This is an optimization exercise on Yosys and OpenROAD, whose aim is small area, not a production implementation.
The RTL was checked by simulation tests, not by an equivalence proof against the original design.

Design dresser_channel, start of the top module:
module dresser_channel (
    input  wire        clk,
    input  wire        rst,           
    input  wire        enable,
    input  wire [12:0] ratio,
    input  wire        invert,
    input  wire        bit_valid,
    input  wire        bit_in,
    input  wire        gain_we,
    input  wire        offset_we,
    input  wire [31:0] coef_wdata,
    input  wire        apply,
    input  wire [2:0]  flags_clr,
    output reg         result_valid,
    output wire [31:0] result_y,
    output wire [31:0] result_x,
    output reg  [2:0]  flags
);
Size: about 480 flip-flops, about 130 I/O pins, about 0.031 mm2 of cells after synthesis.
clock: 40.0 ns
lec_check: 0
abc_area: 1
cap_margin: 20
core_margin: 2
core_utilization: 65
cts_cluster_diameter: 60
cts_cluster_size: 24
slew_margin: 20
run.sh (not shown) runs the stock make flow with config.mk's settings and CLKGATE_MAP_FILE= SYNTH_SCRIPT=/design/flow/synth_recipe.tcl, a recipe that flattens the netlist after the stock synthesis.
The first run finished clean.
Edit:
==> flow/flow/run.sh (new file) <==
#!/bin/bash
# The standard layout (the standard.sh, unchanged synthesis), with clock
# tree synthesis told not to add dummy loads: the same CTS arguments ORFS
# builds from CTS_CLUSTER_SIZE / CTS_CLUSTER_DIAMETER, plus
# -dont_use_dummy_load. Each tool's full output stays in ORFS's own logs
# (orfs/logs/...); make's output goes to flow.log here.
set -euo pipefail
bash standard.sh \
  CTS_ARGS="-sink_clustering_enable -repair_clock_nets -sink_clustering_size 24 -sink_clustering_max_diameter 60 -dont_use_dummy_load" \
  finish > flow.log 2>&1
==> flow/standard.sh (new file) <==
#!/bin/bash
# synth_recipe.tcl (not shown) runs the flow's synth.tcl, then flattens the netlist and writes it again
# the make line also repeats each setting of config.mk as NAME=value (left out here)
make -C /OpenROAD-flow-scripts/flow DESIGN_CONFIG=/design/flow/config.mk WORK_HOME=/design/flow/orfs CLKGATE_MAP_FILE= SYNTH_SCRIPT=/design/flow/synth_recipe.tcl "${@:-finish}"
CORE_UTILIZATION = 40   (was 65)
removed: flow/run.sh
=> Register-to-register slack gets better by 1000 ps. Maximum frequency came out higher by a few percent. Sequential cell count stays the same. First-iteration DRC count shrinks by a quarter to a third. Worst hold slack loses 40 ps.
Edit:
==> flow/flow/run.sh (replaced) <==
#!/bin/bash
set -euo pipefail
bash standard.sh \
  CTS_ARGS="-sink_clustering_enable -repair_clock_nets -sink_clustering_size 16 -sink_clustering_max_diameter 60 -buf_list sky130_fd_sc_hd__clkbuf_8 -dont_use_dummy_load" \
  finish > flow.log 2>&1
CORE_UTILIZATION = 65   (was 40)
CTS_BUF_LIST = sky130_fd_sc_hd__clkbuf_8   (was default)
CTS_CLUSTER_SIZE = 16   (was 24)
Effect: The new run went through all stages and came out clean; setup slack degrades by 790 ps; non-clock buffer count is lower by 4; utilization is higher by 26 points; cell area is lower by 3.2%; synthesized area stays the same; sequential cell count does not change; routed wire length is higher by 3.3%.
Edit:
==> flow/run.sh (new file) <==
#!/bin/bash
# synth_recipe.tcl (not shown) runs the flow's synth.tcl, then flattens the netlist and writes it again
# the make line also repeats each setting of config.mk as NAME=value (left out here)
make -C /OpenROAD-flow-scripts/flow DESIGN_CONFIG=/design/flow/config.mk WORK_HOME=/design/flow/orfs CLKGATE_MAP_FILE= SYNTH_SCRIPT=/design/flow/synth_recipe.tcl finish
CTS_BUF_LIST = default   (was sky130_fd_sc_hd__clkbuf_8)
CTS_CLUSTER_DIAMETER = default   (was 60)
CTS_CLUSTER_SIZE = default   (was 16)
removed: flow/flow/run.sh
removed: flow/standard.sh
What happened: Via count rose by 3.3%; routed wire length grows by 6.4%; maximum frequency hardly moves.
Edit:
==> flow/flow/run.sh (new file) <==
#!/bin/bash
# The standard layout (the standard.sh, unchanged synthesis), with clock
# tree synthesis told not to add dummy loads: the same CTS arguments ORFS
# builds from CTS_CLUSTER_SIZE / CTS_CLUSTER_DIAMETER, plus
# -dont_use_dummy_load. Each tool's full output stays in ORFS's own logs
# (orfs/logs/...); make's output goes to flow.log here.
set -euo pipefail
bash standard.sh \
  CTS_ARGS="-sink_clustering_enable -repair_clock_nets -sink_clustering_size 16 -sink_clustering_max_diameter 60 -buf_list sky130_fd_sc_hd__clkbuf_8 -dont_use_dummy_load" \
  finish > flow.log 2>&1
==> flow/standard.sh (new file) <==
#!/bin/bash
# synth_recipe.tcl (not shown) runs the flow's synth.tcl, then flattens the netlist and writes it again
# the make line also repeats each setting of config.mk as NAME=value (left out here)
make -C /OpenROAD-flow-scripts/flow DESIGN_CONFIG=/design/flow/config.mk WORK_HOME=/design/flow/orfs CLKGATE_MAP_FILE= SYNTH_SCRIPT=/design/flow/synth_recipe.tcl "${@:-finish}"
CTS_BUF_LIST = sky130_fd_sc_hd__clkbuf_8   (was default)
CTS_CLUSTER_DIAMETER = 60   (was default)
CTS_CLUSTER_SIZE = 16   (was default)
removed: flow/run.sh
Result: Via count decreases by 3.2%; global-route usage drops by 2.3 points; setup slack gets better by 59 ps; clock-buffer cell count is lower by 26; cell area falls by 3.3%; fmax hardly moves; routed wire length went down by 6.0%.

[afterwards: timing with drivers on the ports]
No port has a modelled driver above. Below, the same layouts with a new extraction and two added sets of constraints.
Step 1 (the two cells are an assumption about what drives the block):
set clk [get_ports {clk}]
set_driving_cell -lib_cell sky130_fd_sc_hd__clkbuf_16 $clk
set_driving_cell -lib_cell sky130_fd_sc_hd__buf_2 [delete_from_list [all_inputs] $clk]
Step 2 times the ports against the registers' clock, not the clock port: input delays grow and output delays shrink by t, the midpoint of the rising clock arrivals with the driver on.
Slacks: no drivers / after step 1 / after step 2; pairs: no drivers / after step 1.
run	t (ns)	slack for setup (ns)	worst setup path after step 2	slew at the worst register clock pin (ns)	worst data-port slew with drivers (ns)
the first run	0.669	9.151 / 9.151 / 9.012	input to register	0.10 / 0.10	0.05
the second run	0.623	10.147 / 10.147 / 9.727	input to register	0.09 / 0.09	0.06
the third run	0.676	9.354 / 9.354 / 9.309	input to register	0.11 / 0.11	0.05
the fourth run	0.675	9.295 / 9.295 / 8.912	input to register	0.07 / 0.07	0.06
the fifth run	0.676	9.354 / 9.354 / 9.309	input to register	0.11 / 0.11	0.05
After both steps every run listed still meets setup and hold. The setup slack of the second run, which loses most, moves by 0.000 ns with the drivers and by -0.420 ns with both steps.
